Source: an optimization exercise on an open RTL-to-GDS flow (aim: small area, a short achievable clock period and few clock cycles). Production flows keep margins and buffers that such runs may drop.
Where RTL was checked, it was by simulation tests only, not by an equivalence proof against the original.
Only the layout flow was run in run 5; the RTL was not checked for function there.
No activity file was given, so power comes from the tool's default toggle rates.

File: flow/config.mk
export PLATFORM = sky130hd
export DESIGN_NAME = fp8dot
export DESIGN_NICKNAME = fp8dot
export VERILOG_FILES = /design/flow/design.v
export SDC_FILE = /design/flow/constraint.sdc
export NUM_CORES = 4
export LEC_CHECK = 0
export CAP_MARGIN = 35
export CORE_MARGIN = 2
export CORE_UTILIZATION = 45
export SLEW_MARGIN = 35
export TNS_END_PERCENT = 0
export SETUP_SLACK_MARGIN = 17
export BUFFER_PORTS_ARGS = -buffer_cell sky130_fd_sc_hd__buf_2
File: flow/standard.sh
#!/bin/bash
# synth_recipe.tcl (not shown) runs the flow's synth.tcl, then flattens the netlist and writes it again
# the make line also repeats each setting of config.mk as NAME=value (left out here)
make -C /OpenROAD-flow-scripts/flow DESIGN_CONFIG=/design/flow/config.mk WORK_HOME=/design/flow/orfs CLKGATE_MAP_FILE= SYNTH_SCRIPT=/design/flow/synth_recipe.tcl "${@:-finish}"
File: flow/flow/run.sh
#!/bin/bash
# The standard layout, with ORFS's timing repair aimed below the clock
# period (extra setup margin) and plain buffers on the ports; the clock and
# constraints are unchanged.
set -e
cat >> config.mk <<'EOS'
export SETUP_SLACK_MARGIN = 17
export BUFFER_PORTS_ARGS = -buffer_cell sky130_fd_sc_hd__buf_2
EOS
bash standard.sh > standard.log 2>&1
File: flow/design.v
module fp8dot (
    input  wire        clk,
    input  wire        rst,           
    input  wire        in_valid,
    output wire        in_ready,
    input  wire        in_first,      
    input  wire        in_last,       
    input  wire [3:0]  in_mask,       
    input  wire        in_fmt_a,      
    input  wire        in_fmt_b,
    input  wire [31:0] in_a,          
    input  wire [31:0] in_b,
    input  wire [2:0]  in_out_fmt,    
    input  wire [10:0] in_scale,      
    output reg         out_valid,
    output reg  [31:0] out_data,      
    output reg         out_sat,       
    output wire [95:0] out_value,     
    output wire [2:0]  out_flags      
);
    reg  s1_first, s1_last;      
    reg  s2_first, s2_last;      
    reg  acc_done;               
    reg  xfer_d1, xfer_d2;       
    reg  rdy;                    
    wire xfer = acc_done & ~xfer_d1 & ~xfer_d2;
    assign in_ready = rdy;
    wire beat = in_valid & rdy & ~rst;
    wire s1_last_n  = beat & in_last;
    wire acc_done_1 = ~rst & (s2_last | (acc_done & ~xfer));
    wire xd1_1      = ~rst & xfer;
    wire xd2_1      = ~rst & xfer_d1;
    wire xfer_1     = acc_done_1 & ~xd1_1 & ~xd2_1;
    wire acc_done_2 = s1_last | (acc_done_1 & ~xfer_1);
    wire xfer_2     = acc_done_2 & ~xfer_1 & ~xd1_1;
    wire acc_done_3 = s1_last_n | (acc_done_2 & ~xfer_2);
    wire blocked_3  = acc_done_3 & (xfer_2 | xfer_1);
    always @(posedge clk) begin
        acc_done <= acc_done_1;
        xfer_d1  <= xd1_1;
        xfer_d2  <= xd2_1;
        rdy      <= rst | ~blocked_3;
    end
    wire [3:0] l_nan, l_inf, l_sgn;
    wire [3:0] l_siga [0:3];
    wire [3:0] l_sigb [0:3];
    wire [5:0] l_exp  [0:3];
    genvar i;
    generate
        for (i = 0; i < 4; i = i + 1) begin : g_lane
            wire       sa, sb, za, zb, ia, ib, na, nb;
            wire [4:0] ea, eb;
            fp8dot_decode u_da (.fmt(in_fmt_a), .x(in_a[8*i +: 8]), .sign(sa), .sig(l_siga[i]),
                                .exp(ea), .zero(za), .inf(ia), .nan(na));
            fp8dot_decode u_db (.fmt(in_fmt_b), .x(in_b[8*i +: 8]), .sign(sb), .sig(l_sigb[i]),
                                .exp(eb), .zero(zb), .inf(ib), .nan(nb));
            assign l_exp[i]  = {1'b0, ea} + {1'b0, eb};
            assign l_nan[i]  = na | nb | (ia & zb) | (za & ib);
            assign l_inf[i]  = ia | ib;
            assign l_sgn[i]  = (sa ^ sb) & ~za & ~zb;
        end
    endgenerate
    wire [3:0] on     = in_mask & {4{beat}};
    wire       b_nan  = |(on & l_nan);
    wire       b_pinf = |(on & l_inf & ~l_nan & ~l_sgn);
    wire       b_ninf = |(on & l_inf & ~l_nan &  l_sgn);
    reg [3:0]  s1_sa [0:3];
    reg [3:0]  s1_sb [0:3];
    reg [5:0]  s1_e  [0:3];
    reg [3:0]  s1_s;
    reg        s1_beat;
    reg [2:0]  s1_flg;           
    reg [2:0]  s1_ofmt;
    reg [10:0] s1_scale;
    integer k;
    always @(posedge clk) begin
        for (k = 0; k < 4; k = k + 1) begin
            s1_sa[k] <= on[k] ? l_siga[k] : 4'd0;
            s1_sb[k] <= l_sigb[k];
            s1_e[k]  <= l_exp[k];
        end
        s1_s     <= on & l_sgn;
        s1_beat  <= beat;
        s1_flg   <= {b_ninf, b_pinf, b_nan};
        s1_first <= beat & in_first;
        s1_last  <= s1_last_n;
        s1_ofmt  <= in_out_fmt;
        s1_scale <= in_scale;
    end
    reg [14:0] s2_c [0:3];
    reg [2:0]  s2_h [0:3];
    reg [3:0]  s2_s;
    reg [2:0]  s2_flg;
    reg [2:0]  s2_ofmt;
    reg [10:0] s2_scale;
    reg        red_flag;
    wire       flagged = (|s1_flg) | (red_flag & ~s1_first);
    always @(posedge clk)
        if (s1_beat) red_flag <= flagged;
    wire [3:0] s1_use = s1_s & {4{~flagged}};
    generate
        for (i = 0; i < 4; i = i + 1) begin : g_mul
            wire [7:0]  p = flagged ? 8'd0 : s1_sa[i] * s1_sb[i];
            wire [2:0]  l = s1_e[i][2:0];
            wire [14:0] c = ({7'd0, p} << l) ^ {15{s1_use[i]}};
            always @(posedge clk) begin
                s2_c[i] <= c;
                s2_h[i] <= s1_e[i][5:3];
            end
        end
    endgenerate
    always @(posedge clk) begin
        s2_s     <= s1_use;
        s2_flg   <= s1_flg;
        s2_first <= s1_first & ~rst;
        s2_last  <= s1_last & ~rst;
        s2_ofmt  <= s1_ofmt;
        s2_scale <= s1_scale;
    end
    reg  [88:0] acc;
    reg  [2:0]  acc_flg;
    reg  [2:0]  h_ofmt;
    reg  [10:0] h_scale;
    wire [88:0] term [0:3];
    generate
        for (i = 0; i < 4; i = i + 1) begin : g_term
            wire [7:0]  oh = 8'd1 << s2_h[i];
            wire        s  = s2_s[i];
            wire [14:0] c  = s2_c[i];
            genvar j;
            for (j = 0; j < 89; j = j + 1) begin : g_bit
                localparam integer G = j >> 3;
                localparam integer R = j & 7;
                wire lo = (G <= 7) ? oh[G & 7] : 1'b0;
                wire hi = (G >= 1 && G <= 8 && R != 7) ? oh[(G - 1) & 7] : 1'b0;
                assign term[i][j] = (lo & c[R]) | (hi & c[(8 + R) % 15]) | (s & ~lo & ~hi);
            end
        end
    endgenerate
    wire        clr   = s2_first | (|s2_flg);
    wire [88:0] base  = clr ? 89'd0 : acc;
    wire [88:0] sa_ = term[0] ^ term[1] ^ term[2];
    wire [88:0] ca_ = {(term[0][87:0] & term[1][87:0]) | (term[0][87:0] & term[2][87:0]) |
                       (term[1][87:0] & term[2][87:0]), s2_s[0]};
    wire [88:0] sb_ = sa_ ^ ca_ ^ term[3];
    wire [88:0] cb_ = {(sa_[87:0] & ca_[87:0]) | (sa_[87:0] & term[3][87:0]) |
                       (ca_[87:0] & term[3][87:0]), s2_s[1]};
    wire [88:0] sc_ = sb_ ^ cb_ ^ base;
    wire [88:0] cc_ = {(sb_[87:0] & cb_[87:0]) | (sb_[87:0] & base[87:0]) |
                       (cb_[87:0] & base[87:0]), s2_s[2]};
    wire [88:0] acc_next;
    fp8dot_add #(.N(89)) u_add (.a(sc_), .b(cc_), .cin(s2_s[3]), .s(acc_next));
    always @(posedge clk) begin
        acc     <= acc_next;
        acc_flg <= (s2_first ? 3'd0 : acc_flg) | s2_flg;
        if (s2_last) begin
            h_ofmt  <= s2_ofmt;
            h_scale <= s2_scale;
        end
    end
    wire        v_neg = acc[88];
    wire [87:0] lsd   = acc[88:1] ^ acc[87:0];
    wire [6:0]  w_msb;
    wire        w_any;
    fp8dot_msb u_msb (.x({40'd0, lsd}), .pos(w_msb), .any(w_any));
    reg  [4:0]  mb;
    reg  signed [11:0] emin32;
    always @(*) begin
        case (h_ofmt)
            3'd1:    begin mb = 5'd7;  emin32 = -12'sd94; end
            3'd2:    begin mb = 5'd10; emin32 =  12'sd18; end
            3'd3:    begin mb = 5'd3;  emin32 =  12'sd26; end
            3'd4:    begin mb = 5'd2;  emin32 =  12'sd18; end
            default: begin mb = 5'd23; emin32 = -12'sd94; end
        endcase
    end
    wire signed [11:0] thr    = emin32 - {h_scale[10], h_scale};
    wire signed [11:0] tq     = thr - $signed({7'd0, mb});        
    wire signed [11:0] msbw   = w_any ? $signed({5'd0, w_msb}) : -12'sd1;
    wire signed [11:0] diff   = msbw - thr;
    wire               normal = ~diff[11];
    wire signed [11:0] qv_n   = msbw + 12'sd24 - $signed({7'd0, mb});
    wire signed [11:0] qv_s   = tq + 12'sd24;
    wire        [6:0]  qs_s   = (qv_s > 12'sd127) ? 7'd127 : qv_s[6:0];
    wire        [6:0]  qs     = normal ? qv_n[6:0] : qs_s;
    wire        [8:0]  ebf    = ~normal ? 9'd0 : (diff > 12'sd511) ? 9'd511 : diff[8:0];
    reg  [6:0]  r0_qs;
    reg         r0_neg, r0_zero;
    reg  [8:0]  r0_ebf;
    reg  [2:0]  r0_fmt;
    always @(posedge clk) begin
        r0_qs   <= qs;
        r0_neg  <= v_neg;
        r0_zero <= ~w_any & ~v_neg;
        r0_ebf  <= ebf;
        r0_fmt  <= h_ofmt;
    end
    reg  [88:0] ov;
    reg  [2:0]  oflg;
    always @(posedge clk)
        if (xfer) begin
            ov   <= acc;
            oflg <= acc_flg;
        end
    assign out_value = {{7{ov[88]}}, ov};
    assign out_flags = oflg;
    wire [24:0] shv;
    wire        stk;
    fp8dot_shr u_shr (.x({ov, 25'd0}), .sh(r0_qs), .y(shv), .sticky(stk));
    wire [24:0] mw   = shv ^ {25{r0_neg}};               
    wire        r_ge = ~stk & ~shv[0];                   
    wire        lt   = stk;
    wire        grd  = lt ? mw[0] : shv[0];
    reg  [23:0] r1_mant;
    reg         r1_inc, r1_neg, r1_zero;
    reg  [8:0]  r1_ebf;
    reg  [2:0]  r1_fmt;
    always @(posedge clk) begin
        r1_mant <= mw[24:1];
        r1_inc  <= (r0_neg & r_ge) | (grd & (lt | mw[1]));
        r1_neg  <= r0_neg;
        r1_zero <= r0_zero;
        r1_ebf  <= r0_ebf;
        r1_fmt  <= r0_fmt;
    end
    wire [23:0] mant = r1_mant;
    wire        inc  = r1_inc;
    wire [24:0] mr   = {1'b0, mant} + {24'd0, inc};
    reg  [1:0]  top2;
    always @(*) begin
        case (r1_fmt)
            3'd1:    top2 = {1'b0, mant[7]}  + {1'b0, inc & (&mant[6:0])};
            3'd2:    top2 = {1'b0, mant[10]} + {1'b0, inc & (&mant[9:0])};
            3'd3:    top2 = {1'b0, mant[3]}  + {1'b0, inc & (&mant[2:0])};
            3'd4:    top2 = {1'b0, mant[2]}  + {1'b0, inc & (&mant[1:0])};
            default: top2 = {1'b0, mant[23]} + {1'b0, inc & (&mant[22:0])};
        endcase
    end
    wire [9:0] ef = {1'b0, r1_ebf} + {8'd0, top2};
    reg        ovf;
    reg [30:0] body, maxb, infb, nanb;
    reg        is8;
    always @(*) begin
        case (r1_fmt)
            3'd1: begin
                ovf  = (ef >= 10'd255);
                body = {16'd0, ef[7:0], mr[6:0]};
                maxb = 31'h7F7F; infb = 31'h7F80; nanb = 31'h7FC0; is8 = 1'b0;
            end
            3'd2: begin
                ovf  = (ef >= 10'd31);
                body = {16'd0, ef[4:0], mr[9:0]};
                maxb = 31'h7BFF; infb = 31'h7C00; nanb = 31'h7E00; is8 = 1'b0;
            end
            3'd3: begin
                ovf  = (ef > 10'd15) | ((ef == 10'd15) & (mr[2:0] == 3'd7));
                body = {24'd0, ef[3:0], mr[2:0]};
                maxb = 31'h7E; infb = 31'h7E; nanb = 31'h7F; is8 = 1'b1;
            end
            3'd4: begin
                ovf  = (ef >= 10'd31);
                body = {24'd0, ef[4:0], mr[1:0]};
                maxb = 31'h7B; infb = 31'h7C; nanb = 31'h7E; is8 = 1'b1;
            end
            default: begin
                ovf  = (ef >= 10'd255);
                body = {ef[7:0], mr[22:0]};
                maxb = 31'h7F7FFFFF; infb = 31'h7F800000; nanb = 31'h7FC00000; is8 = 1'b0;
            end
        endcase
    end
    wire f_nan = oflg[0] | (oflg[1] & oflg[2]);
    wire f_inf = oflg[1] | oflg[2];
    reg [30:0] rb;
    reg        rs, rsat;
    always @(*) begin
        rsat = 1'b0;
        rs   = r1_neg;
        if (f_nan) begin
            rb = nanb; rs = 1'b0;
        end else if (f_inf) begin
            rb = infb; rs = oflg[2]; rsat = (r1_fmt == 3'd3);
        end else if (r1_zero) begin
            rb = 31'd0; rs = 1'b0;
        end else if (ovf) begin
            rb = is8 ? maxb : infb; rsat = is8;
        end else begin
            rb = body;
        end
    end
    reg [31:0] rd;
    always @(*) begin
        case (r1_fmt)
            3'd1, 3'd2: rd = {16'd0, rs, rb[14:0]};
            3'd3, 3'd4: rd = {24'd0, rs, rb[6:0]};
            default:    rd = {rs, rb};
        endcase
    end
    always @(posedge clk) begin
        out_data  <= rd;
        out_sat   <= rsat;
        out_valid <= ~rst & xfer_d2;
    end
endmodule
module fp8dot_decode (
    input  wire       fmt,    
    input  wire [7:0] x,
    output wire       sign,
    output wire [3:0] sig,
    output wire [4:0] exp,
    output wire       zero,
    output wire       inf,
    output wire       nan
);
    wire [3:0] e4 = x[6:3];
    wire [2:0] m4 = x[2:0];
    wire [4:0] e5 = x[6:2];
    wire [1:0] m5 = x[1:0];
    assign sign = x[7];
    assign sig  = fmt ? {1'b0, e5 != 5'd0, m5} : {e4 != 4'd0, m4};
    assign exp  = fmt ? ((e5 == 5'd0) ? 5'd0 : e5 - 5'd1)
                      : ((e4 == 4'd0) ? 5'd7 : {1'b0, e4} + 5'd6);
    assign zero = (x[6:0] == 7'd0);
    assign inf  = fmt & (e5 == 5'd31) & (m5 == 2'd0);
    assign nan  = fmt ? ((e5 == 5'd31) & (m5 != 2'd0)) : (x[6:0] == 7'h7F);
endmodule
module fp8dot_add #(parameter integer N = 89) (
    input  wire [N-1:0] a,
    input  wire [N-1:0] b,
    input  wire         cin,
    output wire [N-1:0] s
);
    localparam integer M  = N + 1;           
    localparam integer LV = (M > 64) ? 7 : (M > 32) ? 6 : (M > 16) ? 5 : (M > 8) ? 4 : (M > 4) ? 3 : 2;
    wire [M*(LV+1)-1:0] g, p;
    assign g[M-1:0] = {a & b, cin};
    assign p[M-1:0] = {a ^ b, 1'b0};
    genvar l, n;
    generate
        for (l = 0; l < LV; l = l + 1) begin : lv
            for (n = 0; n < M; n = n + 1) begin : bt
                if (((n >> l) & 1) == 1) begin : cmb
                    localparam integer J = ((n >> l) << l) - 1;
                    assign g[(l+1)*M + n] = g[l*M + n] | (p[l*M + n] & g[l*M + J]);
                    assign p[(l+1)*M + n] = p[l*M + n] & p[l*M + J];
                end else begin : pas
                    assign g[(l+1)*M + n] = g[l*M + n];
                    assign p[(l+1)*M + n] = p[l*M + n];
                end
            end
        end
    endgenerate
    assign s = p[M-1:1] ^ g[LV*M + M-2 : LV*M];
endmodule
module fp8dot_shr (
    input  wire [113:0] x,
    input  wire [6:0]   sh,
    output wire [24:0]  y,
    output wire         sticky    
);
    wire sx = x[113];
    wire [87:0] a6;    
    wire [55:0] a5;
    wire [39:0] a4;
    wire [31:0] a3;
    wire [27:0] a2;
    wire [25:0] a1;
    genvar n;
    generate
        for (n = 0; n < 88; n = n + 1) begin : s6
            if (n + 64 < 114) begin : in_r
                assign a6[n] = sh[6] ? x[n + 64] : x[n];
            end else begin : fill
                assign a6[n] = sh[6] ? sx : x[n];
            end
        end
        for (n = 0; n < 56; n = n + 1) begin : s5
            assign a5[n] = sh[5] ? a6[n + 32] : a6[n];
        end
        for (n = 0; n < 40; n = n + 1) begin : s4
            assign a4[n] = sh[4] ? a5[n + 16] : a5[n];
        end
        for (n = 0; n < 32; n = n + 1) begin : s3
            assign a3[n] = sh[3] ? a4[n + 8] : a4[n];
        end
        for (n = 0; n < 28; n = n + 1) begin : s2
            assign a2[n] = sh[2] ? a3[n + 4] : a3[n];
        end
        for (n = 0; n < 26; n = n + 1) begin : s1
            assign a1[n] = sh[1] ? a2[n + 2] : a2[n];
        end
        for (n = 0; n < 25; n = n + 1) begin : s0
            assign y[n] = sh[0] ? a1[n + 1] : a1[n];
        end
    endgenerate
    assign sticky = (sh[6] & (|x[63:0])) | (sh[5] & (|a6[31:0])) | (sh[4] & (|a5[15:0])) |
                    (sh[3] & (|a4[7:0]))  | (sh[2] & (|a3[3:0]))  | (sh[1] & (|a2[1:0])) |
                    (sh[0] & a1[0]);
endmodule
module fp8dot_msb (
    input  wire [127:0] x,
    output wire [6:0]   pos,
    output wire         any
);
    wire [127:0] a0 = x;
    wire [63:0]  a1;  wire [63:0]  p1;
    wire [31:0]  a2;  wire [63:0]  p2;
    wire [15:0]  a3;  wire [47:0]  p3;
    wire [7:0]   a4;  wire [31:0]  p4;
    wire [3:0]   a5;  wire [19:0]  p5;
    wire [1:0]   a6;  wire [11:0]  p6;
    genvar n;
    generate
        for (n = 0; n < 64; n = n + 1) begin : l1
            assign a1[n] = a0[2*n+1] | a0[2*n];
            assign p1[n] = a0[2*n+1];
        end
        for (n = 0; n < 32; n = n + 1) begin : l2
            assign a2[n] = a1[2*n+1] | a1[2*n];
            assign p2[2*n +: 2] = a1[2*n+1] ? {1'b1, p1[2*n+1]} : {1'b0, p1[2*n]};
        end
        for (n = 0; n < 16; n = n + 1) begin : l3
            assign a3[n] = a2[2*n+1] | a2[2*n];
            assign p3[3*n +: 3] = a2[2*n+1] ? {1'b1, p2[2*(2*n+1) +: 2]} : {1'b0, p2[2*(2*n) +: 2]};
        end
        for (n = 0; n < 8; n = n + 1) begin : l4
            assign a4[n] = a3[2*n+1] | a3[2*n];
            assign p4[4*n +: 4] = a3[2*n+1] ? {1'b1, p3[3*(2*n+1) +: 3]} : {1'b0, p3[3*(2*n) +: 3]};
        end
        for (n = 0; n < 4; n = n + 1) begin : l5
            assign a5[n] = a4[2*n+1] | a4[2*n];
            assign p5[5*n +: 5] = a4[2*n+1] ? {1'b1, p4[4*(2*n+1) +: 4]} : {1'b0, p4[4*(2*n) +: 4]};
        end
        for (n = 0; n < 2; n = n + 1) begin : l6
            assign a6[n] = a5[2*n+1] | a5[2*n];
            assign p6[6*n +: 6] = a5[2*n+1] ? {1'b1, p5[5*(2*n+1) +: 5]} : {1'b0, p5[5*(2*n) +: 5]};
        end
    endgenerate
    assign any = a6[1] | a6[0];
    assign pos = a6[1] ? {1'b1, p6[11:6]} : {1'b0, p6[5:0]};
endmodule
File: flow/constraint.sdc
create_clock -name core_clock -period 22.0 [get_ports {clk}]
set_input_delay 4.4000 -clock core_clock [delete_from_list [all_inputs] [get_ports {clk}]]
set_output_delay 4.4000 -clock core_clock [all_outputs]
set_load 0.01 [all_outputs]
==> run summary, run 1 <==
- Core Area: 85000 µm²
- Yosys warns: 11
- First-pass GRT wire length: 185000 µm
- EDFF count, synth: 107
- Post-route minimum period: 5.79 ns
- Clock-pin slew on the worst setup and hold paths: 0.06 ns
- Synth area leaders: dfxtp_1 (19%), fa_1 (14%), edfxtp_1 (8.3%), ha_1 (8.0%), o21ai_0 (5.1%)
- Period utilisation layout: between 20% and 30%
- Clock Latency Late Sink: roughly 0.63 ns
- Fillers: 8127
- Syn Area/Cell: 8.95 µm²
- #FFs+latches synth: between 400 and 500
- RSZ-0062 raised after global routing: true
- Clock share of power: 13.1%
- Via count: 32400
- Ys flop type: dfxtp_1
- Core Rows: 107
- Drt wl/cell: 21.8 µm
- Worst Skew: 0.0224 ns
- Final WL: 123000 µm
- Worst-margin pin slew: 0.920 ns
- DIE AREA: 87900 µm²
- H-tree Lvls: 2
- Top-level I/O count: 223
- Worst rel slew slack: 38.0%
- Sequential Power Share: between 20% and 30%
- Min-Delay Endpoint: s2_scale[0]
- P_int: 3.65 mW
- Antenna violations before repair: 0
- CTS Buf Count: 53
- P&R area growth vs syn: 13.1%
- R2r worst-path depth: 19
- CP max stage cell: edfxtp_1
- FFs w/ async S/R, synth: 0%
- Root buffer cell: clkbuf_16
- Crit. End Element: output port
- Cell count after synthesis: about 4300
- Max_cap viols: 0
- Grt ovf: 0
- Vias per std cell: 5.73
- Starting Density: 45.3%
- Mapped Area: 38500 µm²
- Achievable frequency: 0.173 GHz
- Largest net degree at the start of global routing: 82
- Nets@finish: 5071
- DP HPWL: 98400 µm
- Largest stage delay, worst path: 0.57 ns
- Endpoints failing setup: 0
- Power per cell area: approximately 160 nW/µm²
- CTS tree: built
- R2R Setup Slk: roughly 16 ns
- Share of the synthesized area in the top cell type: about a fifth
- Depth of the worst hold-timing path: 0
- Input/output buffers: 222
- Clock Path Buffers: 3
- Seq. cell area: 10500 µm²
- Cell accounting for the most synthesized area: dfxtp_1
- Min-delay worst type: flip-flop to flip-flop
- Post-synthesis sequential area ratio: 27.3%
- Antenna cell count: 0
- Worst path bufs/invs: 1
- CP max FO: 4
- Hold path startpoint: s1_scale[0]
- DRT Pass-1 Iters: 6
- Hold-fix buffers, CTS: 0
- Outcome: finished clean
- Pleak: around 19 nW
- Setup TNS: 0 ns
- Vias in the first global route: between 30000 and 40000
- Iteration-0 DRC Markers: between 2000 and 2500
- CTS sink count: between 400 and 500
- Setup CP Type: flip-flop to output port
- GRT Overall Usage: 27.7%
- Chip height: about 300 µm
- Antenna-violating nets left: 0
- Worst r2r src: s2_h[2][0]
- Delay-heaviest family, CP: flip-flops
- Critical Path, Cell by Cell: buf_2
- Layout Cells excl Fill: roughly 5700
- Mapped Nets: 4901
- Crit path required time: between 15 and 20 ns
- Inst Count DP: 5532
- Gp weighted congestion: ~1.0
- # DRC: 0
- Element type at the critical path start: flip-flop
- FF-to-FF End: acc[86]
- Final hold violations: 0
- Switch Pwr: 3.36 mW
- Multi-input gate area: 26600 µm²
- Post-synth cell types: 100
- Switching share of power: 47.9%
- VDD IR-drop max: 0.148 mV
- Combinational Power Share: 65.1%
- WP data arrival: between 1 and 1.5 ns
- Share of cells above drive strength 1: around 14%
- Horiz. Die Dim: 297 µm
- Max-slew violations: 0
==> final cells by class <==
class / instances / area share, %
clock buffers: 68 / 3.38
multi-input cells: 3287 / 61.1
repair buffers: 284 / 3.89
inverters: 375 / 3.32
flip-flops and latches: 472 / 24.2
clock inverters: 32 / 0.830
well taps: 1144 / 3.29
==> flip-flops by register name, indices dropped and copies added, names as in the netlist, 12 cells and up <==
signal,flops
s1_e,24
r1_mant,24
s2_h,12
s1_sa,16
s2_c,60
s1_sb,16
ov,89
acc,89
out_data,32
==> cell families (layout without fill, tap and decap cells) <==
group                    count (synthesis)  after routing  synth area share (%)
AND/OR/NAND/NOR                       1184           1184                  14.8
flip-flops                             472            472                  27.3
AO/OA/AOI/OAI                         1130           1130                  18.6
XOR/XNOR                               265            265                  6.12
adder cells (fa/ha/maj)                517            517                  21.9
buffers and inverters                  544            759                  5.45
multiplexers                           191            191                  5.90
==> stage by stage <==
| stage | setup slack, ns | hold WS (ns) | utilization [%] | power (mW) | cell area [µm²] |
|---|---|---|---|---|---|
| floorplan | 15.97 | 0.310 | - | 4.66 | 38800 |
| global placement | 15.39 | 0.311 | 48.0 | 5.76 | 40800 |
| detailed placement | 15.34 | 0.312 | 48.0 | 5.79 | 40800 |
| CTS | 16.21 | 0.326 | 50.6 | 6.83 | 43000 |
| global route | 16.16 | 0.329 | 51.2 | 7.59 | 43600 |
| finish | 16.21 | 0.327 | 51.2 | 7.01 | 43600 |
==> Yosys cell counts (all sizes together) (42+ instances only) <==
cell type	number
a21o	77
xnor2	199
a22o	42
nor2b	49
nor3	85
inv	362
mux2i	120
and3	54
nand3	85
dfxtp	365
edfxtp	107
fa	262
a21oi	206
clkbuf	129
o21ai	421
nand2b	52
xor2	66
mux2	47
and2	106
nand2	396
nor2	246
ha	247
==> how the worst max path moves through the flow <==
| stage | startpoint | end | slack, ns | cells past startpoint |
|---|---|---|---|---|
| 2_1_floorplan | in_a[28] | s1_e[3][4] | 15.97 | 14 |
| 3_3_place_gp | in_fmt_a | s1_e[1][4] | 15.39 | 10 |
| 3_5_place_dp | in_fmt_a | s1_e[1][4] | 15.34 | 10 |
| 4_1_cts | ov[88] | out_value[93] | 16.21 | 2 |
| 5_1_grt | acc[54] | r0_ebf[4] | 16.16 | 21 |
| 6_report | ov[19] | out_value[19] | 16.21 | 1 |
==> layout by cell type (no fill, tap or decap), drive strengths merged, types with 14 or more instances in the layout <==
cell and instances:
o21ai 421, nand2 396, inv 368, dfxtp 365, buf 281, fa 262, ha 247, nor2 246
a21oi 206, xnor2 199, mux2i 120, edfxtp 107, and2 106, nor3 85, nand3 85, a21o 77
clkbuf 70, xor2 66, and3 54, nand2b 52, nor2b 49, mux2 47, a22o 42, a31oi 41
o21bai 32, o21a 30, nor4 30, o22ai 29, a221o 28, a21boi 28, a22oi 27, clkinv 26
o211ai 25, mux4 24, o31ai 23, or3 22, a221oi 19, or2 19, nand4 16, a2bb2oi 14
==> power by group through the flow <==
stage / sequential [mW] / combinational, mW / clock (mW)
2_1_floorplan: 1.33 / 3.33 / 0
5_1_grt: 1.55 / 5.06 / 0.972
3_5_place_dp: 1.53 / 4.27 / 0
3_3_place_gp: 1.52 / 4.24 / 0
4_1_cts: 1.51 / 4.38 / 0.941
6_report: 1.53 / 4.57 / 0.918
==> routing by layer <==
layer  vias to the layer above  share of wire [%]  global-route usage, %
li1                      15500                  -                      -
met1                     15500                 42                   35.4
met2                      1217                 47                   46.6
met3                       299                6.4                   3.91
met4                         0                5.2                   12.5
met5                         -                  0                      0
==> what timing repair did <==
action                                  4_1_cts  5_1_grt
pin swaps                                     8       17
hold endpoints to repair                      0        0
setup buffers                                15       14
cloned                                        1        0
resized for setup                            74      101
endpoints found under the setup margin      284      294
Testbench counts, summed over its fixed seeds: cycles 61,386.
==> run 2, diff against run 1 <==
--- a/flow/config.mk
+++ b/flow/config.mk
@@ -9,4 +9,6 @@
 export CORE_MARGIN = 2
 export CORE_UTILIZATION = 45
+export CTS_CLUSTER_DIAMETER = 100
+export CTS_CLUSTER_SIZE = 20
 export SLEW_MARGIN = 35
 export TNS_END_PERCENT = 0
==> run 2 against run 1 <==
  * Still clean on timing, DRC and antenna
  * Non-clock buffer count up 17
  * Flip-flop and latch count is the same
  * Combinational power increased by 0.9%
  * Core utilization fell by 1.0 points
  * Via count fell by 0.61%
  * Die area is the same
  * Hold slack gained 0.0020 ns
  * Clock-buffer cell count fell by 31
  * Critical endpoint is now out_value[8]
==> run summary, run 2 <==
- EDFF count, synth: 107
- DRT Pass-1 Iters: 7
- Chip height: 297 µm
- CTS Buf Count: 29
- Crit path required time: 17.60 ns
- Input/output buffers: 222
- Share of the synthesized area in the top cell type: between 10% and 20%
- Final WL: about 120000 µm
- Post-place setup slack: 15.34 ns
- Depth of the worst hold-timing path: 0
- Mapped Nets: 4901
- Antenna violations before repair: 0
- Horiz. Die Dim: 297 µm
- Starting Density: ~45%
- Setup CP Type: flip-flop to output port
- GRT Overall Usage: 27.5%
- Largest stage delay, worst path: 0.54 ns
- Iteration-0 DRC Markers: about 2300
- Clock share of power: 8.3%
- Clock Path Buffers: 3
- Ys flop type: dfxtp_1
- Endpoints failing setup: 0
- Final WS setup: 16.21 ns
- Commonest non-fill, non-tap cell in the layout: nand2_1
- Cell accounting for the most synthesized area: dfxtp_1
- Critical Path, Cell by Cell: buf_2
- Post-synth cell types: 100
- Switching share of power: 49.4%
- Combinational Power Share: 68.9%
- Cell area after placement: 40800 µm²
- Gp weighted congestion: 1.03
- Achievable frequency: around 0.17 GHz
- Antenna cell count: 0
- Root buffer cell: clkbuf_16
- VDD IR-drop max: approximately 0.14 mV
- Hold path startpoint: r0_fmt[2]
- FFs w/ async S/R, synth: 0%
- Antenna-violating nets left: 0
- Cell count after synthesis: 4303
- # DRC: 0
- Final hold violations: 0
- R2r worst-path depth: 20
- Share of cells above drive strength 1: 13.5%
- Worst r2r src: s2_h[1][0]
- Finished Cell Area: between 40000 and 50000 µm²
- Min-delay worst type: flip-flop to flip-flop
- Vias in the first global route: 30800
- RSZ-0062 raised after global routing: true
- Most common cell in the netlist: nand2_1
- WP data arrival: roughly 1.4 ns
- Crit. End Element: output port
- Max_cap viols: 0
- Nets@finish: 5064
- Largest net degree at the start of global routing: between 80 and 90
- CP max FO: 4
- Synth area leaders: dfxtp_1 (19%), fa_1 (14%), edfxtp_1 (8.3%), ha_1 (8.0%), o21ai_0 (5.1%)
- Clock-pin slew on the worst setup and hold paths: 0.09 ns
- P_int: about 3.4 mW
- Drt wl/cell: 21.8 µm
- Setup TNS: 0 ns
- Clock Latency Late Sink: between 0.6 and 0.7 ns
- CTS sink count: 472
- CP max stage cell: edfxtp_1
- Post-route core utilization: 50.2%
- Outcome: finished clean
- H-tree Lvls: 1
- Min-Delay Endpoint: r1_fmt[2]
- P&R area growth vs syn: 10.9%
- CP Depth: 1
- Worst rel slew slack: a little over a third
- Worst Skew: 0.0200 ns
- Worst-margin pin slew: 0.959 ns
- Vias per std cell: 5.73
- DP HPWL: 98400 µm
- FF-to-FF End: acc[86]
- Largest regs: acc x89, ov x89, s2_c x60
- Element type at the critical path start: flip-flop
- Grt ovf: 0
- Post-synthesis sequential area ratio: 27.3%
- Syn Area/Cell: 8.95 µm²
- Top cells by count, synth: nand2_1 (395), o21ai_0 (390), dfxtp_1 (365)
- DIE AREA: 87900 µm²
- Worst path bufs/invs: 1
- #FFs+latches synth: 472
- Core Area: 85000 µm²
- Via count: 32200
- Top-level I/O count: 223
- Yosys warns: 11
- CTS tree: built
- Sequential Power Share: 22.8%
- Commonest non-fill, non-tap cells in the layout: nand2_1 (376), o21ai_0 (361), inv_1 (356), dfxtp_1 (356), fa_1 (256)
- Mapped Area: 38500 µm²
- Period utilisation layout: 26.3%
- Power per cell area: 156 nW/µm²
- R2R Setup Slk: 16.34 ns
- Pleak: 18.8 nW
- Max-slew violations: 0
- Core Rows: 107
- First-pass GRT wire length: 184000 µm
- Switch Pwr: 3.30 mW
- Post-route minimum period: a little under 6 ns
- Delay-heaviest family, CP: flip-flops
- CP startpoint: ov[8]
## run 2: cell counts after synthesis
Identical to the previous run, type by type.
## run 2: how the worst max path moves through the flow
stage,end
after floorplan,s1_e[3][4]
after global placement,s1_e[1][4]
after detailed placement,s1_e[1][4]
after CTS,out_value[13]
after global routing,acc[86]
final,out_value[8]
## run 2: routing by layer
| layer | up-vias | global-route usage, % | wire length (µm) | part of all wire [%] |
|---|---|---|---|---|
| li1 | 15400 | - | - | - |
| met4 | 0 | 12.4 | 6480 | 5.3 |
| met3 | 293 | 3.37 | 7890 | 6.4 |
| met5 | - | 0 | 0 | 0 |
| met2 | 1193 | 46.2 | 57400 | 47 |
| met1 | 15300 | 35.5 | 50700 | 41 |
## run 2: kinds of logic (layout without fill, tap and decap cells)
group	count (synthesis)	in the layout	synth area share, %
compound gates	1130	1130	18.6
xor+xnor	265	265	6.12
fa+ha+maj	517	517	21.9
buf+inv	544	723	5.45
flops	472	472	27.3
mux	191	191	5.90
simple gates	1184	1184	14.8
## run 2: final cells by class
type / count / area, µm²
clock buffer: 37 / 756
clock inverter: 10 / 88.8
inverter: 375 / 1440
timing repair buffer: 301 / 1810
multi-input combinational: 3287 / 26600
sequential: 472 / 10500
tap: 1144 / 1430
fill: 8222 / 42300
## run 2: through the flow
stage | instances | power, mW | hold WS, ns
floorplan | 4303 | 4.66 | 0.310
global placement | 5532 | 5.76 | 0.311
global route | 5626 | 7.25 | 0.333
detailed placement | 5532 | 5.79 | 0.312
finish | 5626 | 6.68 | 0.329
CTS | 5599 | 6.47 | 0.332
## run 2: power groups by stage
stage	sequential [mW]	combinational [mW]	clock (mW)
after floorplan	1.33	3.33	0
after global placement	1.52	4.24	0
after detailed placement	1.53	4.27	0
after CTS	1.51	4.39	0.573
after global routing	1.55	5.10	0.602
final	1.52	4.61	0.554
## run 2: what timing repair did
item / in CTS / in global routing
hold buffers: 0 / 0
pin swaps: 7 / 22
gates resized for setup: 78 / 102
buffers inserted: 19 / 27
gates cloned: 1 / 0
endpoints found under the setup margin: 281 / 295
==> run 3, diff against run 2 <==
==> flow/flow/run.sh (replaced) <==
#!/bin/bash
# The standard layout (standard.sh) with different settings: ORFS's
# timing repair aimed below the clock period (extra setup margin, worst
# path only), plain buf_1 port buffers and larger clock-tree sink
# clusters. The clock, constraints and synthesis are unchanged.
set -e
cat >> config.mk <<'EOS'
export SETUP_SLACK_MARGIN = 17
export BUFFER_PORTS_ARGS = -buffer_cell sky130_fd_sc_hd__buf_1
EOS
bash standard.sh > standard.log 2>&1
--- a/flow/config.mk
+++ b/flow/config.mk
@@ -8,5 +8,5 @@
 export CAP_MARGIN = 35
 export CORE_MARGIN = 2
-export CORE_UTILIZATION = 45
+export CORE_UTILIZATION = 50
 export CTS_CLUSTER_DIAMETER = 100
 export CTS_CLUSTER_SIZE = 20
@@ -14,3 +14,3 @@
 export TNS_END_PERCENT = 0
 export SETUP_SLACK_MARGIN = 17
-export BUFFER_PORTS_ARGS = -buffer_cell sky130_fd_sc_hd__buf_2
+export BUFFER_PORTS_ARGS = -buffer_cell sky130_fd_sc_hd__buf_1
==> run 3 against run 2 <==
  * Wire length is 0.48% higher
  * Hold slack worse by 0.00073 ns
  * Clock skew up 0.018 ns
  * Total power grew 3.5%
  * Final area increased by 0.40%
  * First-iteration DRC count up 28%
  * Die area fell by 9.9%
  * Flip-flop and latch count did not move
  * Setup slack gained 0.019 ns
  * Global-route usage increased by 3.1 points
  * Sequential share of layout area is 0.064 points lower
==> run summary, run 3 <==
- Outcome: finished clean
- Pleak: about 18 nW
- Setup TNS: 0 ns
- H-tree Lvls: 1
- Layout Cells excl Fill: ~5500
- Cell accounting for the most synthesized area: dfxtp_1
- Post-route minimum period: 5.77 ns
- Yosys warns: 11
- Multi-input gate area: 26800 µm²
- CTS sink count: 472
- Antenna cell count: 0
- P&R area growth vs syn: 11.3%
- Worst r2r src: s2_c[0][9]
- GRT Overall Usage: 30.6%
- Final WL: 123000 µm
- CTS Buf Count: 31
- Worst rel slew slack: 39.7%
- Core Area: 76100 µm²
- Horiz. Die Dim: 282 µm
- Commonest non-fill, non-tap cells in the layout: nand2_1 (373), inv_1 (354), o21ai_0 (344), dfxtp_1 (344), fa_1 (251)
- FF-to-FF End: acc[88]
- Ys flop type: dfxtp_1
- Min-Delay Endpoint: s2_scale[1]
- Fillers: 7128
- Power per cell area: 161 nW/µm²
- Setup CP Type: flip-flop to output port
- Endpoints failing setup: 0
- Chip height: roughly 280 µm
- Top-level I/O count: 223
- Commonest non-fill, non-tap cell in the layout: nand2_1
- CTS tree: built
- Post-synthesis sequential area ratio: 27.3%
- Hold path startpoint: s1_scale[1]
- Clock Latency Late Sink: 0.66 ns
- R2R Setup Slk: 16.29 ns
- Max-slew violations: 0
- Core Rows: 101
- Vias per std cell: about 6
- Gp weighted congestion: 1.01
- DP HPWL: a little under 100000 µm
- Input/output buffers: 222
- DIE AREA: 79300 µm²
- CP max FO: 3
- Delay-heaviest family, CP: flip-flops
- Period utilisation layout: 26.2%
- RSZ-0062 raised after global routing: true
- Synth area leaders: dfxtp_1 (19%), fa_1 (14%), edfxtp_1 (8.3%), ha_1 (8.0%), o21ai_0 (5.1%)
- Largest stage delay, worst path: 0.53 ns
- Min-delay worst type: flip-flop to flip-flop
- Cell count after synthesis: 4303
- Most common cell in the netlist: nand2_1
- Clock-pin slew on the worst setup and hold paths: 0.09 ns
- Worst-margin pin slew: 0.898 ns
- Element type at the critical path start: flip-flop
- Inst Count DP: between 5000 and 6000
- # DRC: 0
- Critical Path, Cell by Cell: buf_1
- Post-synth cell types: 100
- Nets@finish: 5086
- EDFF count, synth: between 100 and 150
- Final hold violations: 0
- First-pass GRT wire length: 185000 µm
- DRT Pass-1 Iters: 7
- Mapped Area: 38500 µm²
- Top cells by count, synth: nand2_1 (395), o21ai_0 (390), dfxtp_1 (365)
- R2r worst-path depth: 21
- CP max stage cell: edfxtp_1
- Depth of the worst hold-timing path: 0
- Drt wl/cell: 22.2 µm
- Root buffer cell: clkbuf_16
- Crit. End Element: output port
- VDD IR-drop max: 0.167 mV
- Via count: 32300
- Share of the synthesized area in the top cell type: a little under a fifth
- FFs w/ async S/R, synth: 0%
- Share of cells above drive strength 1: 10.6%
- Clock Path Buffers: 3
- Crit path required time: between 15 and 20 ns
- Achievable frequency: 0.173 GHz
- Max_cap viols: 0
- Starting Density: between 50% and 60%
- Worst path bufs/invs: 1
- Vias in the first global route: 31000
- Seq. cell area: 10600 µm²
- Antenna violations before repair: 0
- Antenna-violating nets left: 0
- Grt ovf: 0
- Worst Skew: 0.0376 ns
- #FFs+latches synth: 472
- WP data arrival: 1.37 ns
- Iteration-0 DRC Markers: 2911
- Largest net degree at the start of global routing: 77
- Mapped Nets: 4901
- Largest regs: acc x89, ov x89, s2_c x60
- Syn Area/Cell: 8.95 µm²
## run 3: worst max-delay path by stage
stage / from / to / slack, ns / depth (start not counted)
floorplan: in_a[28] / s1_e[3][4] / 15.97 / 14
global placement: in_fmt_b / s1_e[3][4] / 15.24 / 10
detailed placement: in_fmt_a / s1_e[1][4] / 15.27 / 10
CTS: ov[67] / out_value[67] / 16.22 / 1
global route: s2_h[2][2] / acc[46] / 16.18 / 24
finish: ov[35] / out_value[35] / 16.23 / 1
## run 3: where the power goes
| part | leakage [nW] | switching [mW] | total (mW) | internal, mW |
|---|---|---|---|---|
| combinational | 13.9 | 2.70 | 4.74 | 2.04 |
| clock | 0.495 | 0.327 | 0.624 | 0.298 |
| sequential | 4.02 | 0.376 | 1.55 | 1.17 |
## run 3: cell families (layout without fill, tap and decap cells)
group / after synthesis / after routing / synth area share [%]
AO/OA/AOI/OAI: 1130 / 1130 / 18.6
XOR/XNOR: 265 / 265 / 6.12
adder cells (fa/ha/maj): 517 / 517 / 21.9
buffers and inverters: 544 / 749 / 5.45
flip-flops: 472 / 472 / 27.3
multiplexers: 191 / 191 / 5.90
AND/OR/NAND/NOR: 1184 / 1184 / 14.8
## run 3: cell type report
class | instances | area share (%)
sequential | 472 | 24.6
clock inverter | 9 | 0.336
inverter | 375 | 3.36
clock buffer | 44 | 2.05
timing repair buffer | 321 | 4.12
tap | 1030 | 3.01
multi-input combinational | 3287 | 62.5
## run 3: through the flow
step | setup WS (ns) | util [%] | total power, mW | hold slack, ns | cell area [µm²]
2_1_floorplan | 15.97 | - | 4.66 | 0.310 | 38800
3_3_place_gp | 15.24 | 53.1 | 5.80 | 0.310 | 40400
3_5_place_dp | 15.27 | 53.1 | 5.81 | 0.312 | 40400
4_1_cts | 16.22 | 55.2 | 6.68 | 0.331 | 42000
5_1_grt | 16.18 | 56.4 | 7.48 | 0.335 | 42900
6_report | 16.23 | 56.4 | 6.91 | 0.328 | 42900
## run 3: per-layer routing
layer	GRT usage, %	vias to the layer above	wire, µm
li1	-	15400	-
met1	39.3	15400	51000
met2	51.4	1242	57600
met3	5.23	270	8900
met4	11.6	0	5490
met5	0	-	0
## run 3: repair_timing
| action | CTS | global route |
|---|---|---|
| pin swaps | 13 | 42 |
| setup endpoints to repair | 286 | 297 |
| gates resized for setup | 97 | 188 |
| cloned | 0 | 1 |
| hold buffers | 0 | 0 |
| setup buffers | 30 | 33 |
==> run 4, diff against run 3 <==
--- a/flow/design.v
+++ b/flow/design.v
@@ -69,5 +69,4 @@
     reg [5:0]  s1_e  [0:3];
     reg [3:0]  s1_s;
-    reg        s1_beat;
     reg [2:0]  s1_flg;           
     reg [2:0]  s1_ofmt;
@@ -81,5 +80,4 @@
         end
         s1_s     <= on & l_sgn;
-        s1_beat  <= beat;
         s1_flg   <= {b_ninf, b_pinf, b_nan};
         s1_first <= beat & in_first;
@@ -97,5 +95,5 @@
     wire       flagged = (|s1_flg) | (red_flag & ~s1_first);
     always @(posedge clk)
-        if (s1_beat) red_flag <= flagged;
+        red_flag <= flagged;
     wire [3:0] s1_use = s1_s & {4{~flagged}};
     generate
@@ -184,8 +182,8 @@
     wire        [6:0]  qs_s   = (qv_s > 12'sd127) ? 7'd127 : qv_s[6:0];
     wire        [6:0]  qs     = normal ? qv_n[6:0] : qs_s;
-    wire        [8:0]  ebf    = ~normal ? 9'd0 : (diff > 12'sd511) ? 9'd511 : diff[8:0];
+    wire        [7:0]  ebf    = ~normal ? 8'd0 : (diff > 12'sd255) ? 8'd255 : diff[7:0];
     reg  [6:0]  r0_qs;
     reg         r0_neg, r0_zero;
-    reg  [8:0]  r0_ebf;
+    reg  [7:0]  r0_ebf;
     reg  [2:0]  r0_fmt;
     always @(posedge clk) begin
@@ -214,5 +212,5 @@
     reg  [23:0] r1_mant;
     reg         r1_inc, r1_neg, r1_zero;
-    reg  [8:0]  r1_ebf;
+    reg  [7:0]  r1_ebf;
     reg  [2:0]  r1_fmt;
     always @(posedge clk) begin
@@ -237,5 +235,5 @@
         endcase
     end
-    wire [9:0] ef = {1'b0, r1_ebf} + {8'd0, top2};
+    wire [9:0] ef = {2'b0, r1_ebf} + {8'd0, top2};
     reg        ovf;
     reg [30:0] body, maxb, infb, nanb;
==> run 4 against run 3 <==
  * Still clean on timing, DRC and antenna
  * Global-route usage grew 0.60 points
  * Clock skew increased by 0.023 ns
  * Clock-buffer cell count fell by 7
==> run summary, run 4 <==
- Top cells by count, synth: nand2_1 (401), o21ai_0 (389), inv_1 (368)
- Largest net degree at the start of global routing: 82
- Cell accounting for the most synthesized area: dfxtp_1
- Final hold violations: 0
- CTS tree: built
- Post-route core utilization: between 50% and 60%
- Vias in the first global route: between 30000 and 40000
- Min-delay worst type: flip-flop to flip-flop
- DP HPWL: 99200 µm
- Worst Skew: 0.0602 ns
- DIE AREA: 79200 µm²
- CP max stage cell: edfxtp_1
- Final WL: around 120000 µm
- FFs w/ async S/R, synth: 0%
- Antenna-violating nets left: 0
- Combinational Power Share: approximately 70%
- First-pass GRT wire length: 189000 µm
- Element type at the critical path start: flip-flop
- Drt wl/cell: 22.4 µm
- CP startpoint: ov[72]
- Period utilisation layout: 26.3%
- Crit path required time: 17.60 ns
- Outcome: finished clean
- Post-route minimum period: 5.80 ns
- Fillers: 7270
- Starting Density: 50.6%
- Endpoints failing setup: 0
- Pleak: approximately 18 nW
- P_int: 3.52 mW
- Top-level I/O count: 223
- Clock Path Buffers: 3
- H-tree Lvls: 1
- Core Area: 76100 µm²
- Max-slew violations: 0
- Gp weighted congestion: about 1.0
- Clock-pin slew on the worst setup and hold paths: 0.08 ns
- CP max FO: 3
- WP data arrival: 1.40 ns
- Worst path bufs/invs: 1
- Yosys warns: 11
- Worst rel slew slack: 42.9%
- CTS Buf Count: 30
- Sequential Power Share: 22.2%
- Grt ovf: 0
- Worst-margin pin slew: about 0.85 ns
- DRT Pass-1 Iters: 7
- GRT Overall Usage: between 30% and 40%
- Most common cell in the netlist: nand2_1
- Nets@finish: roughly 5100
- Cell count after synthesis: 4339
- Commonest non-fill, non-tap cells in the layout: nand2_1 (394), inv_1 (362), o21ai_0 (358)
- Setup CP Type: flip-flop to output port
- Synth area leaders: dfxtp_1 (19%), fa_1 (14%), edfxtp_1 (8.3%), ha_1 (8.0%), o21ai_0 (5.1%)
- Post-place setup slack: 14.93 ns
- CTS sink count: 469
- Root buffer cell: clkbuf_16
- Core Rows: 101
- Largest stage delay, worst path: 0.58 ns
- Worst r2r src: s2_c[0][11]
- Chip height: 281 µm
- # DRC: 0
- Clock Latency Late Sink: 0.66 ns
- Switching share of power: 49.9%
- Clock share of power: 8.2%
- Vias per std cell: 5.97
- Switch Pwr: roughly 3.5 mW
- Setup TNS: 0 ns
- Via count: 33100
- RSZ-0062 raised after global routing: true
- Final WS setup: 16.20 ns
- EDFF count, synth: ~110
- Hold path startpoint: s1_scale[2]
- P&R area growth vs syn: 10.1%
- Input/output buffers: around 220
- Share of cells above drive strength 1: 8.69%
- Horiz. Die Dim: 281 µm
- Commonest non-fill, non-tap cell in the layout: nand2_1
- Iteration-0 DRC Markers: just over 3000
- Antenna violations before repair: 3
- VDD IR-drop max: 0.144 mV
- Largest regs: acc x89, ov x89, s2_c x60
- Share of the synthesized area in the top cell type: between 10% and 20%
- Max_cap viols: 0
- Achievable frequency: 0.173 GHz
- Mapped Area: 38500 µm²
- Syn Area/Cell: 8.87 µm²
- Critical Path, Cell by Cell: buf_1
- Post-synthesis sequential area ratio: 27.2%
- Delay-heaviest family, CP: flip-flops
- Mapped Nets: 4937
- Post-synth cell types: 88
- Ys flop type: dfxtp_1
- Crit. End Element: output port
- #FFs+latches synth: between 400 and 500
- Power per cell area: 166 nW/µm²
run 4: cell types whose count changed in the layout (fill, tap and decap cells not counted), sizes merged, moves of 13 or more:
cell   delta
a21oi    +29
o21ai    -27
and3     -17
buf      -16
nor2     +14
o22a     +14
nand3    +13
o22ai    +13
run 4: power groups by stage:
stage | logic [mW] | registers, mW | clock network (mW)
after floorplan | 3.58 | 1.32 | 0
after global placement | 4.53 | 1.57 | 0
after detailed placement | 4.56 | 1.57 | 0
after CTS | 4.67 | 1.55 | 0.595
after global routing | 5.42 | 1.58 | 0.625
final | 4.88 | 1.56 | 0.578
run 4: cells by family (layout without fill, tap and decap cells):
group / after synthesis / in the layout / synth area share [%]
and+or+nand+nor: 1208 / 1208 / 14.9
AOI/OAI and AO/OA: 1146 / 1146 / 18.8
buffers and inverters: 553 / 726 / 5.50
adders and majority gates: 518 / 518 / 21.9
DFF: 469 / 469 / 27.2
xor gates and xnor gates: 265 / 265 / 6.08
muxes: 180 / 180 / 5.66
other: 0 / 3 / 0
run 4: final timing paths:
path                   end  slack, ns  cells after the start
max reg2reg        acc[42]      16.30                     18
max          out_value[72]      16.20                      1
min reg2reg    s2_scale[2]       0.33                      0
min            s2_scale[2]       0.33                      0
run 4: final cells by class:
cell class                 count  area [µm²]  area share, %
clock buffer                  37         798           1.88
tap                         1030        1290           3.04
clock inverter                10         113          0.266
sequential                   469       10500           24.8
antenna                        3        7.51         0.0177
timing repair buffer         303        1590           3.76
multi-input combinational   3317       26700           62.9
inverter                     376        1430           3.38
run 4: metal layers:
metal	track usage [%]	wire [µm]
met5	0	0
met1	40.5	50800
met4	13.0	6330
met3	4.92	9430
met2	51.8	57600
run 4: stage by stage:
stage / instance area, µm² / hold WS (ns) / power (mW) / instances
CTS: 41800 / 0.331 / 6.81 / 5514
global placement: 40300 / 0.310 / 6.10 / 5438
floorplan: 38800 / 0.310 / 4.90 / 4339
detailed placement: 40400 / 0.312 / 6.13 / 5439
finish: 42400 / 0.327 / 7.02 / 5545
global route: 42400 / 0.338 / 7.63 / 5543
run 4: what timing repair did:
action	4_1_cts	5_1_grt
hold buffers	0	0
gates resized for setup	85	106
endpoints found under the setup margin	290	295
setup buffers	27	28
endpoints found under the hold margin	0	0
pin swaps	8	14
gates cloned	1	0
Testbench counts of run 4, summed over its fixed seeds: cycles 61,386.
==> run 5, diff against run 4 <==
--- a/flow/design.v
+++ b/flow/design.v
@@ -43,20 +43,18 @@
     end
     wire [3:0] l_nan, l_inf, l_sgn;
-    wire [3:0] l_siga [0:3];
-    wire [3:0] l_sigb [0:3];
-    wire [5:0] l_exp  [0:3];
     genvar i;
     generate
         for (i = 0; i < 4; i = i + 1) begin : g_lane
-            wire       sa, sb, za, zb, ia, ib, na, nb;
-            wire [4:0] ea, eb;
-            fp8dot_decode u_da (.fmt(in_fmt_a), .x(in_a[8*i +: 8]), .sign(sa), .sig(l_siga[i]),
-                                .exp(ea), .zero(za), .inf(ia), .nan(na));
-            fp8dot_decode u_db (.fmt(in_fmt_b), .x(in_b[8*i +: 8]), .sign(sb), .sig(l_sigb[i]),
-                                .exp(eb), .zero(zb), .inf(ib), .nan(nb));
-            assign l_exp[i]  = {1'b0, ea} + {1'b0, eb};
+            wire [7:0] xa = in_a[8*i +: 8];
+            wire [7:0] xb = in_b[8*i +: 8];
+            wire za = (xa[6:0] == 7'd0);
+            wire zb = (xb[6:0] == 7'd0);
+            wire ia = in_fmt_a & (xa[6:0] == 7'h7C);
+            wire ib = in_fmt_b & (xb[6:0] == 7'h7C);
+            wire na = in_fmt_a ? ((xa[6:2] == 5'd31) & (xa[1:0] != 2'd0)) : (xa[6:0] == 7'h7F);
+            wire nb = in_fmt_b ? ((xb[6:2] == 5'd31) & (xb[1:0] != 2'd0)) : (xb[6:0] == 7'h7F);
             assign l_nan[i]  = na | nb | (ia & zb) | (za & ib);
             assign l_inf[i]  = ia | ib;
-            assign l_sgn[i]  = (sa ^ sb) & ~za & ~zb;
+            assign l_sgn[i]  = (xa[7] ^ xb[7]) & ~za & ~zb;
         end
     endgenerate
@@ -65,7 +63,7 @@
     wire       b_pinf = |(on & l_inf & ~l_nan & ~l_sgn);
     wire       b_ninf = |(on & l_inf & ~l_nan &  l_sgn);
-    reg [3:0]  s1_sa [0:3];
-    reg [3:0]  s1_sb [0:3];
-    reg [5:0]  s1_e  [0:3];
+    reg [6:0]  s1_a [0:3];       
+    reg [6:0]  s1_b [0:3];
+    reg        s1_fa, s1_fb;
     reg [3:0]  s1_s;
     reg [2:0]  s1_flg;           
@@ -75,8 +73,9 @@
     always @(posedge clk) begin
         for (k = 0; k < 4; k = k + 1) begin
-            s1_sa[k] <= on[k] ? l_siga[k] : 4'd0;
-            s1_sb[k] <= l_sigb[k];
-            s1_e[k]  <= l_exp[k];
+            s1_a[k] <= on[k] ? in_a[8*k +: 7] : 7'd0;
+            s1_b[k] <= in_b[8*k +: 7];
         end
+        s1_fa    <= in_fmt_a;
+        s1_fb    <= in_fmt_b;
         s1_s     <= on & l_sgn;
         s1_flg   <= {b_ninf, b_pinf, b_nan};
@@ -99,10 +98,15 @@
     generate
         for (i = 0; i < 4; i = i + 1) begin : g_mul
-            wire [7:0]  p = flagged ? 8'd0 : s1_sa[i] * s1_sb[i];
-            wire [2:0]  l = s1_e[i][2:0];
+            wire [3:0]  siga, sigb;
+            wire [4:0]  ea, eb;
+            fp8dot_decode u_da (.fmt(s1_fa), .x(s1_a[i]), .sig(siga), .exp(ea));
+            fp8dot_decode u_db (.fmt(s1_fb), .x(s1_b[i]), .sig(sigb), .exp(eb));
+            wire [5:0]  e = {1'b0, ea} + {1'b0, eb};
+            wire [7:0]  p = flagged ? 8'd0 : siga * sigb;
+            wire [2:0]  l = e[2:0];
             wire [14:0] c = ({7'd0, p} << l) ^ {15{s1_use[i]}};
             always @(posedge clk) begin
                 s2_c[i] <= c;
-                s2_h[i] <= s1_e[i][5:3];
+                s2_h[i] <= e[5:3];
             end
         end
@@ -162,24 +166,24 @@
     wire        w_any;
     fp8dot_msb u_msb (.x({40'd0, lsd}), .pos(w_msb), .any(w_any));
-    reg  [4:0]  mb;
-    reg  signed [11:0] emin32;
+    reg  [6:0]  m24;
+    reg  signed [11:0] nemin32, ksub;
     always @(*) begin
         case (h_ofmt)
-            3'd1:    begin mb = 5'd7;  emin32 = -12'sd94; end
-            3'd2:    begin mb = 5'd10; emin32 =  12'sd18; end
-            3'd3:    begin mb = 5'd3;  emin32 =  12'sd26; end
-            3'd4:    begin mb = 5'd2;  emin32 =  12'sd18; end
-            default: begin mb = 5'd23; emin32 = -12'sd94; end
+            3'd1:    begin m24 = 7'd17; nemin32 =  12'sd94; ksub = -12'sd77; end
+            3'd2:    begin m24 = 7'd14; nemin32 = -12'sd18; ksub =  12'sd32; end
+            3'd3:    begin m24 = 7'd21; nemin32 = -12'sd26; ksub =  12'sd47; end
+            3'd4:    begin m24 = 7'd22; nemin32 = -12'sd18; ksub =  12'sd40; end
+            default: begin m24 = 7'd1;  nemin32 =  12'sd94; ksub = -12'sd93; end
         endcase
     end
-    wire signed [11:0] thr    = emin32 - {h_scale[10], h_scale};
-    wire signed [11:0] tq     = thr - $signed({7'd0, mb});        
+    wire signed [11:0] sc     = {h_scale[10], h_scale};
+    wire signed [11:0] nthr   = sc + nemin32;        
+    wire signed [11:0] qv_s   = ksub - sc;           
     wire signed [11:0] msbw   = w_any ? $signed({5'd0, w_msb}) : -12'sd1;
-    wire signed [11:0] diff   = msbw - thr;
+    wire signed [11:0] diff   = msbw + nthr;         
     wire               normal = ~diff[11];
-    wire signed [11:0] qv_n   = msbw + 12'sd24 - $signed({7'd0, mb});
-    wire signed [11:0] qv_s   = tq + 12'sd24;
+    wire        [6:0]  qv_n   = w_any ? w_msb + m24 : m24 - 7'd1;
     wire        [6:0]  qs_s   = (qv_s > 12'sd127) ? 7'd127 : qv_s[6:0];
-    wire        [6:0]  qs     = normal ? qv_n[6:0] : qs_s;
+    wire        [6:0]  qs     = normal ? qv_n : qs_s;
     wire        [7:0]  ebf    = ~normal ? 8'd0 : (diff > 12'sd255) ? 8'd255 : diff[7:0];
     reg  [6:0]  r0_qs;
@@ -303,11 +307,7 @@
 module fp8dot_decode (
     input  wire       fmt,    
-    input  wire [7:0] x,
-    output wire       sign,
+    input  wire [6:0] x,      
     output wire [3:0] sig,
-    output wire [4:0] exp,
-    output wire       zero,
-    output wire       inf,
-    output wire       nan
+    output wire [4:0] exp
 );
     wire [3:0] e4 = x[6:3];
@@ -315,11 +315,7 @@
     wire [4:0] e5 = x[6:2];
     wire [1:0] m5 = x[1:0];
-    assign sign = x[7];
     assign sig  = fmt ? {1'b0, e5 != 5'd0, m5} : {e4 != 4'd0, m4};
     assign exp  = fmt ? ((e5 == 5'd0) ? 5'd0 : e5 - 5'd1)
                       : ((e4 == 4'd0) ? 5'd7 : {1'b0, e4} + 5'd6);
-    assign zero = (x[6:0] == 7'd0);
-    assign inf  = fmt & (e5 == 5'd31) & (m5 == 2'd0);
-    assign nan  = fmt ? ((e5 == 5'd31) & (m5 != 2'd0)) : (x[6:0] == 7'h7F);
 endmodule
 module fp8dot_add #(parameter integer N = 89) (
==> run 5 against run 4 <==
  * Clock-buffer cell count increased by 3
  * Non-clock buffer count rose by 27
  * Final cell count is 0.27% lower
  * Area after synthesis decreased by 0.68%
  * Critical path type unchanged
  * Critical endpoint is now out_value[30]
  * Highest routed layer unchanged
==> run summary, run 5 <==
- Outcome: finished clean
- Switch Pwr: between 3 and 4 mW
- CP Depth: 1
- Min-Delay Endpoint: s2_scale[9]
- Drt wl/cell: 24.3 µm
- Core Rows: 101
- Depth of the worst hold-timing path: 0
- Critical Path, Cell by Cell: buf_1
- P_int: ~3.3 mW
- Yosys warns: 9
- Horiz. Die Dim: between 200 and 300 µm
- Top cells by count, synth: nand2_1 (399), o21ai_0 (388), dfxtp_1 (365)
- Via count: roughly 33000
- FF-to-FF End: acc[73]
- Switching share of power: 50.3%
- Final WL: 134000 µm
- Mapped Area: 38200 µm²
- Worst r2r src: s2_h[2][2]
- Ys flop type: dfxtp_1
- Mapped Nets: 4907
- FFs w/ async S/R, synth: 0%
- P&R area growth vs syn: 10.8%
- Share of the synthesized area in the top cell type: 19.1%
- R2r worst-path depth: 20
- Post-synth cell types: 86
- Chip height: 281 µm
- Finished Cell Area: ~42000 µm²
- Most common cell in the netlist: nand2_1
- Commonest non-fill, non-tap cell in the layout: nand2_1
- Power per cell area: between 150 and 200 nW/µm²
- Multi-input gate area: 26500 µm²
- Endpoints failing setup: 0
- # DRC: 0
- EDFF count, synth: 106
- DIE AREA: 78700 µm²
- RSZ-0062 raised after global routing: true
- Crit path required time: 17.60 ns
- DRT Pass-1 Iters: 8
- CTS Buf Count: 30
- Cell area after placement: 39900 µm²
- Post-route minimum period: around 5.8 ns
- Worst rel slew slack: 39.2%
- Pleak: 17.8 nW
- Max-slew violations: 0
- Grt ovf: 0
- Total design power: around 6.7 mW
- Sequential Power Share: 23.0%
- Nets@finish: slightly above 5000
- Share of cells above drive strength 1: 9.45%
- Syn Area/Cell: between 8 and 9 µm²
- CTS sink count: 471
- #FFs+latches synth: ~470
- Delay-heaviest family, CP: flip-flops
- Setup CP Type: flip-flop to output port
- VDD IR-drop max: between 0.15 and 0.2 mV
- Antenna cell count: 0
- First-pass GRT wire length: 197000 µm
- Element type at the critical path start: flip-flop
- Clock Path Buffers: 3
- Gp weighted congestion: 1.05
- Setup TNS: 0 ns
- Post-route core utilization: 55.9%
- CTS tree: built
- Cell accounting for the most synthesized area: dfxtp_1
- Commonest non-fill, non-tap cells in the layout: nand2_1 (387), inv_1 (355), o21ai_0 (347)
- Crit. End Element: output port
- Largest net degree at the start of global routing: 67
- R2R Setup Slk: 16.30 ns
- Root buffer cell: clkbuf_16
- Vias per std cell: 6.03
- Antenna violations before repair: 1
- Largest stage delay, worst path: approximately 0.54 ns
- Seq. cell area: 10500 µm²
- Top-level I/O count: around 220
- Final hold violations: 0
- Starting Density: 50.4%
- Max_cap viols: 0
- Clock share of power: 8.9%
- Post-synthesis sequential area ratio: 27.4%
- H-tree Lvls: 1
- Clock-pin slew on the worst setup and hold paths: about 0.090 ns
- Hold path startpoint: s1_scale[9]
- DP HPWL: ~110000 µm
- Largest regs: acc x89, ov x89, s2_c x60
- Cell count after synthesis: 4338
- Iteration-0 DRC Markers: 3113
- CP max FO: 4
- Min-delay worst type: flip-flop to flip-flop
- Worst Skew: 0.0274 ns
- Period utilisation layout: 26.4%
- Antenna-violating nets left: 0
- Worst-margin pin slew: 0.886 ns
- CP max stage cell: edfxtp_1
- Fillers: around 7100
- WHS: 0.316 ns
- Achievable frequency: 0.172 GHz
- GRT Overall Usage: 33.4%
- Input/output buffers: about 220
- Combinational Power Share: approximately two thirds
- Synth area leaders: dfxtp_1 (19%), fa_1 (14%), edfxtp_1 (8.3%), ha_1 (6.8%), o21ai_0 (5.1%)
- WP data arrival: 1.41 ns
- Core Area: ~76000 µm²
- Clock Latency Late Sink: 0.65 ns
- Worst path bufs/invs: 1
- Vias in the first global route: 31300
run 5: kinds of logic (layout without fill, tap and decap cells):
kind of cell	Yosys count	count (layout)	share of synthesized area, %
buffers and inverters	535	748	5.37
muxes	191	191	6.00
DFF	471	471	27.4
and+or+nand+nor	1261	1262	15.6
adders and majority gates	480	480	21.0
xor gates and xnor gates	252	252	5.77
AOI/OAI and AO/OA	1148	1148	18.7
run 5: worst max-delay path by stage:
stage / startpoint / endpoint / slack [ns]
2_1_floorplan: in_a[27] / s1_flg[1] / 16.55
3_3_place_gp: s2_h[1][0] / acc[88] / 15.35
3_5_place_dp: s2_h[1][0] / acc[88] / 15.28
4_1_cts: ov[72] / out_value[72] / 16.18
5_1_grt: s2_h[0][0] / acc[73] / 16.13
6_report: ov[30] / out_value[30] / 16.19
run 5: per-layer routing:
layer  track usage [%]  vias to the layer above  routed length, µm
li1                  -                    15600                  -
met1              43.7                    16000              55200
met2              53.3                     1380              60800
met3              6.84                      342              10900
met4              14.7                        0               7370
met5                 0                        -                  0
run 5: area by class of cell:
type                       instances  share of cell area, %
multi-input combinational       3333                   62.4
sequential                       471                   24.9
timing repair buffer             330                   4.23
inverter                         368                   3.33
tap                              978                   2.89
clock buffer                      40                   1.91
clock inverter                    10                  0.319
run 5: timing repair:
| action | 4_1_cts | 5_1_grt |
|---|---|---|
| hold buffers | 0 | 0 |
| setup buffers | 21 | 49 |
| gates cloned | 1 | 2 |
| gates resized for setup | 85 | 163 |
| pin swaps | 7 | 35 |
| endpoints found under the setup margin | 257 | 269 |
run 5: power by group through the flow:
| stage | combinational (mW) | sequential (mW) | clock, mW |
|---|---|---|---|
| 3_3_place_gp | 4.16 | 1.53 | 0 |
| 5_1_grt | 5.01 | 1.55 | 0.635 |
| 4_1_cts | 4.23 | 1.52 | 0.610 |
| 6_report | 4.54 | 1.53 | 0.594 |
| 2_1_floorplan | 3.14 | 1.32 | 0 |
| 3_5_place_dp | 4.17 | 1.53 | 0 |
run 5: per-stage QoR:
stage,std cells,setup WS [ns]
4_1_cts,5477,16.18
5_1_grt,5530,16.13
6_report,5530,16.19
3_5_place_dp,5405,15.28
2_1_floorplan,4338,16.55
3_3_place_gp,5404,15.35

what the ideal ports hide:
The results above use ideal ports. As a check the final layouts listed here were re-extracted and re-timed, cells and wires unchanged.
Step 1 (the two cells are an assumption about what drives the block):
set clk [get_ports {clk}]
set_driving_cell -lib_cell sky130_fd_sc_hd__clkbuf_16 $clk
set_driving_cell -lib_cell sky130_fd_sc_hd__buf_2 [delete_from_list [all_inputs] $clk]
Step 2 also shifts input and output timing later by t, the mid clock arrival at the registers, as if the neighbouring blocks saw the same clock.
Slacks: ideal ports / drivers / drivers and shift; pairs: ideal ports / drivers.
| run | t, ns | slack for setup (ns) | clock arrival spread, ns |
|---|---|---|---|
| run 1 | 0.679 | 16.211 / 16.147 / 15.612 | 0.023 / 0.023 |
| run 2 | 0.700 | 16.209 / 16.142 / 15.618 | 0.022 / 0.022 |
| run 3 | 0.709 | 16.227 / 16.160 / 15.633 | 0.037 / 0.038 |
| run 4 | 0.696 | 16.205 / 16.135 / 15.622 | 0.060 / 0.060 |
| run 5 | 0.704 | 16.191 / 16.123 / 15.824 | 0.027 / 0.027 |
After both steps every run listed still meets setup and hold. The setup slack of run 1, which loses most, moves by -0.064 ns with the drivers and by -0.599 ns with both steps.
